What follows belongs to an exercise in optimizing a design on an open flow for small area, a short achievable clock period and few clock cycles per item; a production flow would make more cautious choices.
In this exercise RTL edits were held to simulation tests only and were not proved equivalent to the original.

### flow/design.v
module tally_digest (
    input  wire         clk,
    input  wire         rst,           
    input  wire         in_valid,
    output wire         in_ready,
    input  wire [63:0]  in_data,
    input  wire [7:0]   in_len,
    output wire         out_valid,
    input  wire         out_ready,
    output wire [127:0] out_digest
);
    localparam [31:0] IV0 = 32'h6a09e667, IV1 = 32'hbb67ae85,
                      IV2 = 32'h3c6ef372, IV3 = 32'ha54ff53a,
                      IV4 = 32'h510e527f, IV5 = 32'h9b05688c,
                      IV6 = 32'h1f83d9ab, IV7 = 32'h5be0cd19;
    function [31:0] rotr(input [31:0] x, input integer n);
        rotr = (x >> n) | (x << (32 - n));
    endfunction
    function [31:0] bsig0(input [31:0] x);
        bsig0 = rotr(x, 2) ^ rotr(x, 13) ^ rotr(x, 22);
    endfunction
    function [31:0] bsig1(input [31:0] x);
        bsig1 = rotr(x, 6) ^ rotr(x, 11) ^ rotr(x, 25);
    endfunction
    function [31:0] ssig0(input [31:0] x);
        ssig0 = rotr(x, 7) ^ rotr(x, 18) ^ (x >> 3);
    endfunction
    function [31:0] ssig1(input [31:0] x);
        ssig1 = rotr(x, 17) ^ rotr(x, 19) ^ (x >> 10);
    endfunction
    function [31:0] kconst(input [5:0] i);
        case (i)
            6'd0:  kconst = 32'h428a2f98;  6'd1:  kconst = 32'h71374491;
            6'd2:  kconst = 32'hb5c0fbcf;  6'd3:  kconst = 32'he9b5dba5;
            6'd4:  kconst = 32'h3956c25b;  6'd5:  kconst = 32'h59f111f1;
            6'd6:  kconst = 32'h923f82a4;  6'd7:  kconst = 32'hab1c5ed5;
            6'd8:  kconst = 32'hd807aa98;  6'd9:  kconst = 32'h12835b01;
            6'd10: kconst = 32'h243185be;  6'd11: kconst = 32'h550c7dc3;
            6'd12: kconst = 32'h72be5d74;  6'd13: kconst = 32'h80deb1fe;
            6'd14: kconst = 32'h9bdc06a7;  6'd15: kconst = 32'hc19bf174;
            6'd16: kconst = 32'he49b69c1;  6'd17: kconst = 32'hefbe4786;
            6'd18: kconst = 32'h0fc19dc6;  6'd19: kconst = 32'h240ca1cc;
            6'd20: kconst = 32'h2de92c6f;  6'd21: kconst = 32'h4a7484aa;
            6'd22: kconst = 32'h5cb0a9dc;  6'd23: kconst = 32'h76f988da;
            6'd24: kconst = 32'h983e5152;  6'd25: kconst = 32'ha831c66d;
            6'd26: kconst = 32'hb00327c8;  6'd27: kconst = 32'hbf597fc7;
            6'd28: kconst = 32'hc6e00bf3;  6'd29: kconst = 32'hd5a79147;
            6'd30: kconst = 32'h06ca6351;  6'd31: kconst = 32'h14292967;
            6'd32: kconst = 32'h27b70a85;  6'd33: kconst = 32'h2e1b2138;
            6'd34: kconst = 32'h4d2c6dfc;  6'd35: kconst = 32'h53380d13;
            6'd36: kconst = 32'h650a7354;  6'd37: kconst = 32'h766a0abb;
            6'd38: kconst = 32'h81c2c92e;  6'd39: kconst = 32'h92722c85;
            6'd40: kconst = 32'ha2bfe8a1;  6'd41: kconst = 32'ha81a664b;
            6'd42: kconst = 32'hc24b8b70;  6'd43: kconst = 32'hc76c51a3;
            6'd44: kconst = 32'hd192e819;  6'd45: kconst = 32'hd6990624;
            6'd46: kconst = 32'hf40e3585;  6'd47: kconst = 32'h106aa070;
            6'd48: kconst = 32'h19a4c116;  6'd49: kconst = 32'h1e376c08;
            6'd50: kconst = 32'h2748774c;  6'd51: kconst = 32'h34b0bcb5;
            6'd52: kconst = 32'h391c0cb3;  6'd53: kconst = 32'h4ed8aa4a;
            6'd54: kconst = 32'h5b9cca4f;  6'd55: kconst = 32'h682e6ff3;
            6'd56: kconst = 32'h748f82ee;  6'd57: kconst = 32'h78a5636f;
            6'd58: kconst = 32'h84c87814;  6'd59: kconst = 32'h8cc70208;
            6'd60: kconst = 32'h90befffa;  6'd61: kconst = 32'ha4506ceb;
            6'd62: kconst = 32'hbef9a3f7;  default: kconst = 32'hc67178f2;
        endcase
    endfunction
    reg  [31:0] ring [0:15];
    reg  [31:0] a, b, c, d, e, f, g, h;
    reg  [31:0] ha0, ha1, ha2, ha3;    
    reg  [31:0] he0, he1, he2, he3;    
    reg  [31:0] p;
    reg         run;           
    reg  [6:0]  t;             
    reg  [4:0]  nrecv;         
    reg  [1:0]  blk;           
    reg  [7:0]  len;           
    reg         fin1, fin2;    
    reg         fin_first;     
    reg         fin_last;      
    reg  [1:0]  cform;         
    reg         ov;            
    reg         in_ready_r;
    assign in_ready   = in_ready_r;
    assign out_valid  = ov;
    assign out_digest = {ha0, ha1, ha2, ha3};
    wire [3:0]  s      = t[3:0];
    wire        early  = (t[6:4] == 3'd0);
    wire        first  = (blk == 2'd0);
    wire [7:0]  len8   = len + 8'd8;
    wire        last   = (blk == len8[7:6]);         
    wire        fresh  = run && early && ({1'b0, s} >= nrecv);
    wire        sched_sel = run && !early;
    wire        need   = ({blk, s[3:1], 3'b000} < len) || (first && s[3:1] == 3'd0);
    wire        abort_in  = fresh && !s[0] && need && !in_valid;
    wire        abort_out = run && (t == 7'd15) && first && ov && !out_ready;
    wire        abort  = abort_in || abort_out;
    wire        st1    = run && (t == 7'd1);
    wire        restart = (nrecv == 5'd0 || s == 4'd15) &&
                          (first || (cform == 2'd3 && !fin1 && !fin2));
    wire        st0  = first && (s == 4'd0);
    wire [31:0] half = s[0] ? in_data[31:0] : in_data[63:32];
    reg  [31:0] nw;
    reg  [7:0]  pos;
    reg         keep, is80;
    integer     i;
    always @(*) begin
        for (i = 0; i < 4; i = i + 1) begin
            pos = {blk, s, i[1:0]};
            if (st0) begin
                keep = (in_len > i[7:0]);
                is80 = (in_len == i[7:0]);
            end else begin
                keep = (pos < len);
                is80 = (pos == len);
            end
            nw[31 - 8*i -: 8] = keep ? half[31 - 8*i -: 8] : (is80 ? 8'h80 : 8'h00);
        end
        if (last && s == 4'd15)
            nw = nw | {21'd0, len, 3'd0};
    end
    wire [31:0] sched   = ssig1(ring[14]) + ring[9] + ssig0(ring[1]) + ring[0];
    wire [31:0] tail_in = sched_sel ? sched : (fresh ? nw : ring[0]);
    integer k;
    always @(posedge clk) begin
        for (k = 0; k < 15; k = k + 1)
            ring[k] <= ring[k + 1];
        ring[15] <= tail_in;
    end
    wire        comp   = (run && (t == 7'd63 || t == 7'd64)) || fin1 || fin2;
    wire        rot    = !run && !first && (cform != 2'd3) && !fin1 && !fin2;
    wire        cshift = comp || rot || (st1 && !first);
    wire [1:0]  ck     = fin2 ? 2'd0 : (fin1 ? 2'd1 : (t[0] ? 2'd3 : 2'd2));
    reg  [31:0] iva, ive;
    always @(*) begin
        case (ck)
            2'd0: begin iva = IV0; ive = IV4; end
            2'd1: begin iva = IV1; ive = IV5; end
            2'd2: begin iva = IV2; ive = IV6; end
            default: begin iva = IV3; ive = IV7; end
        endcase
    end
    wire [31:0] tail_a = (comp && fin_first) ? iva : ha3;
    wire [31:0] tail_e = (comp && fin_first) ? ive : he3;
    wire [31:0] sum_a  = tail_a + (comp ? a : 32'd0);
    wire [31:0] sum_e  = tail_e + (comp ? e : 32'd0);
    always @(posedge clk) begin
        if (cshift) begin
            ha0 <= sum_a; ha1 <= ha0; ha2 <= ha1; ha3 <= ha2;
            he0 <= sum_e; he1 <= he0; he2 <= he1; he3 <= he2;
        end
    end
    wire [31:0] gsel = st1 ? (first ? IV7 : he2) : g;
    wire [31:0] t1   = p + bsig1(e) + ((e & f) ^ (~e & g));
    wire [31:0] t2   = bsig0(a) + ((a & b) ^ (a & c) ^ (b & c));
    wire [5:0]  kidx = t[5:0] - 6'd1;
    always @(posedge clk) begin
        p <= ring[15] + kconst(kidx) + gsel;
        if (st1) begin
            if (first) begin
                a <= IV0; b <= IV1; c <= IV2; d <= IV3;
                e <= IV4; f <= IV5; g <= IV6; h <= IV7;
            end else begin
                a <= sum_a; b <= ha0; c <= ha1; d <= ha2;
                e <= sum_e; f <= he0; g <= he1; h <= he2;
            end
        end else begin
            a <= t1 + t2; b <= a; c <= b; d <= c;
            e <= d + t1;  f <= e; g <= f; h <= g;
        end
    end
    always @(posedge clk) begin
        if (rst) begin
            run        <= 1'b0;
            t          <= 7'd0;
            nrecv      <= 5'd0;
            blk        <= 2'd0;
            fin1       <= 1'b0;
            fin2       <= 1'b0;
            ov         <= 1'b0;
            in_ready_r <= 1'b0;
        end else begin
            fin1 <= run && (t == 7'd64);
            fin2 <= fin1;
            if (run && t == 7'd62) begin
                fin_first <= first;
                fin_last  <= last;
            end
            if (fin2 && fin_last)
                ov <= 1'b1;
            else if (ov && out_ready)
                ov <= 1'b0;
            if (fin2)
                cform <= 2'd0;
            else if (cshift)
                cform <= cform + 2'd1;
            in_ready_r <= fresh && !s[0] && need && in_valid;
            if (fresh && st0)
                len <= in_len;
            if (fresh && !abort_in)
                nrecv <= {1'b0, s} + 5'd1;
            else if (run && t == 7'd16)
                nrecv <= 5'd0;
            if (run) begin
                if (abort) begin
                    run <= 1'b0;
                    t   <= {3'd0, s + 4'd1};
                end else if (t == 7'd64) begin
                    t   <= 7'd0;
                    blk <= last ? 2'd0 : blk + 2'd1;
                end else begin
                    t   <= t + 7'd1;
                end
            end else if (restart) begin
                run <= 1'b1;
                t   <= 7'd0;
            end else begin
                t   <= {3'd0, s + 4'd1};
            end
        end
    end
endmodule
### flow/run.sh
#!/bin/bash
# synth_recipe.tcl (not shown) runs the flow's synth.tcl, then flattens the netlist and writes it again
# the make line also repeats each setting of config.mk as NAME=value (left out here)
make -C /OpenROAD-flow-scripts/flow DESIGN_CONFIG=/design/flow/config.mk WORK_HOME=/design/flow/orfs CLKGATE_MAP_FILE= SYNTH_SCRIPT=/design/flow/synth_recipe.tcl finish
### flow/constraint.sdc
create_clock -name core_clock -period 12.0 [get_ports {clk}]
set_input_delay 2.4000 -clock core_clock [delete_from_list [all_inputs] [get_ports {clk}]]
set_output_delay 2.4000 -clock core_clock [all_outputs]
set_load 0.01 [all_outputs]
### flow/config.mk
export PLATFORM = sky130hd
export DESIGN_NAME = tally_digest
export DESIGN_NICKNAME = tally_digest
export VERILOG_FILES = /design/flow/design.v
export SDC_FILE = /design/flow/constraint.sdc
export NUM_CORES = 4
export LEC_CHECK = 0
export CAP_MARGIN = 20
export CORE_MARGIN = 2
export CORE_UTILIZATION = 40
export SLEW_MARGIN = 20
==> results.txt <==
## routing by layer
metal / up-vias / GRT usage [%]
met4: 0 / 7.48
met3: 222 / 3.70
met2: 1411 / 39.0
met5: - / 0
li1: 17700 / -
met1: 18200 / 34.6
## layout by cell type, fill, tap and decap left out, drive strengths merged, types with 28 or more instances in the layout
cell type	netlist	final
dfxtp	787	787
nand2	585	585
o21ai	417	417
inv	336	340
xnor2	304	304
a21oi	291	291
nor2	269	269
edfxtp	268	268
ha	253	253
clkdlybuf4s50	0	205
fa	164	164
xor2	149	149
a21o	139	139
clkbuf	245	139
nor2b	100	100
nor3	81	81
mux2i	63	63
a211oi	61	61
nand3	56	56
nand2b	51	51
buf	14	50
clkinv	2	42
a31oi	41	41
o211ai	38	38
o21a	37	37
and3	36	36
or3	28	28
## registers in the layout (all words and copies together), names as in the netlist, 2 cells and up
register  flops
ring        512
b            32
he1          32
cform         2
f            32
he0          32
e            32
ha2          32
ha1          32
len           8
d            32
g            32
he3          32
t             7
ha3          32
nrecv         5
blk           2
ha0          32
p            32
a            32
he2          32
c            32
## worst max-delay path, delay by kind of cell, from the launching register on
family	cells	cell delay [ps]
xor gates and xnor gates	1	130
AOI/OAI and AO/OA	13	3320
and+or+nand+nor	3	420
adders and majority gates	4	2180
buffers and inverters	5	1570
DFF	1	290
## stage by stage
stage	utilization, %	cell area (um2)	hold WS (ps)
finish	46.4	58200	273
global placement	43.2	54300	310
detailed placement	43.2	54300	312
CTS	46.4	58200	282
floorplan	-	50600	310
global route	46.4	58200	295
## how the worst max path moves through the flow
stage / endpoint / slack, ps
2_1_floorplan: ha0[0]$_DFFE_PP_ / 3450
3_3_place_gp: p[30]$_DFF_P_ / 4300
3_5_place_dp: p[30]$_DFF_P_ / 4120
4_1_cts: p[30]$_DFF_P_ / 4100
5_1_grt: p[30]$_DFF_P_ / 3360
6_report: p[30]$_DFF_P_ / 3910
## logic make-up (layout without fill, tap and decap cells)
logic type	count (synthesis)	count (layout)	synth area share (%)
XOR/XNOR	453	453	7.85
buffers and inverters	597	796	4.49
AO/OA/AOI/OAI	1213	1213	14.8
other	0	1	0
adder cells (fa/ha/maj)	420	420	12.8
multiplexers	68	68	1.40
AND/OR/NAND/NOR	1300	1300	11.6
flip-flops	1055	1055	47.0
## final cells by class
cell class	count	area (um2)
tap	1650	2060
multi-input combinational	3454	24700
antenna	1	2.50
timing repair buffer	255	2440
clock inverter	64	872
sequential	1055	23800
fill	11900	67400
clock buffer	139	3060
inverter	338	1270
==> impl_results.md <==
* Chip height at 360 um
* Vias at 37500
* Slew HR at 26.0%
* Mapped Nets at 5599
* Non-filler cells, final at 6956
* Postcts setup bufs at 0
* Drt pass-1 iters at 8
* Worst skew pair latency at 770 ps
* Cells on worst reg2reg path at 26
* Seq/Total Area, Yosys at 47.0%
* Setup TNS at 0 ps
* Crit path launch type: register
* Synth area leader: dfxtp_1
* Die width at 360 um
* Final setup fails at 0
* Initial Util at 40.3%
* EDFF count, synth at 268
* Fin Clk Skew at 56.5 ps
* Hold/Removal Path Class: register to register
* WL met1 at 72.4 mm
* DRC viols at 0
* Async SR Flop Fraction at 0%
* Synthesized area per cell at 9.92 um2
* CTS tree: done
* Clock root buffer: clkbuf_16
* Post-Syn Instances at 5106
* CTS clk-pin slew, worst paths at 70 ps
* Final Hold Vio Count at 0
* Routed len/inst at 23.2 um
* Reg2reg start: t[1]$_SDFF_PP0_
* Pre-CTS WS at 4120 ps
* Dpl hpwl at 121 mm
* Worst Slack Setup Final at 3910 ps
* Final WL at 161 mm
* Status: no timing/DRC/antenna violations
* Syn Std Cell Area at 50600 um2
* Worst path max stage delay at 780 ps
* CP Data Arrival Time at 8750 ps
* Port bufs at 205
* Top cell type's share of synthesized area at 31.1%
* IO Count at 206
* Area growth syn-to-layout at 15.0%
* Initial antenna violation count at 2
* FP Rows at 130
* Worst slew pin tran at 1110 ps
* Synth top cells by count: dfxtp_1, nand2_1, o21ai_0
* RD Place Congestion at 0.993
* Max stage delay cell, worst path: ha_1
* RSZ-0062 raised after global routing: no
* DP Cell Count at 6752
* Final slew viol count at 0
* H-tree lvl count at 3
* Hold Buf Count CTS at 0
* Vias/cell at 5.39
* Final period util at 67.4%
* Worst Hold Launch: ring[11][20]$_DFF_P_
* Ys Warns at 2
* Die area at 129000 um2
* Clock buffer depth at 3
* End of the worst register-to-register path: p[30]$_DFF_P_
* Max_cap viols at 0
* Worst path required time at 12660 ps
* Synth unique cells at 96
* Largest net degree at the start of global routing at 149
* Nets at 5706
* Share of cells above drive strength 1 at 5.62%
* Met2 wire len at 72.8 mm
* Worst Setup End Kind: register
* Synthesized flop and latch total at 1055
* Number of global-route vias before repair at 36200
* 1st-iter DRT viols at 3515
* All-Layer GR Usage at 24.6%
* Routed wl met3 at 11.0 mm
* Sinks on Clock Net at 1055
* Hold path depth at 0
* Post-route ant nets at 0
* Maximum clock rate at 0.124 GHz
* Congestion Overflow GR at 0
* Ys flop type: dfxtp_1
* Critical Path Start: t[1]$_SDFF_PP0_
* Most frequent CP cell: a21oi_1
* Cts bufs inserted at 109
* R2r setup slk at 3910 ps
* CP max FO at 79
* Top-count cell post-synth: dfxtp_1
* Synth area leaders: dfxtp_1, edfxtp_1, fa_1
* Core area at 126000 um2
* First-pass GRT wire length at 241 mm
* CTS resizes at 0
* Max Used Layer: met4
* Min-Delay Endpoint: ring[10][20]$_DFF_P_
* Critical path class: register to register
* Period minus WS final at 8090 ps
Testbench counts, summed over its fixed seeds: cycles 320,482, items 1,920.

## static timing again, ports no longer ideal
No port has a modelled driver above. Below, the same layout with a new extraction and two added sets of constraints.
Step 1: set_driving_cell puts a clkbuf_16 on clk and a buf_2 on each other input, an assumption about the parent block.
Step 2 also shifts input and output timing later by t, the mid clock arrival at the registers, as if the neighbouring blocks saw the same clock.
Three values: no drivers, after step 1, after step 2; two values: the first two.
t, ns: 0.818
setup slack, ns: 3.907 / 3.907 / 3.907
pins driven straight from the clock port: 1
After both steps this run still meets setup and hold. The setup slack of this run moves by 0.000 ns with the drivers and by 0.000 ns with both steps.
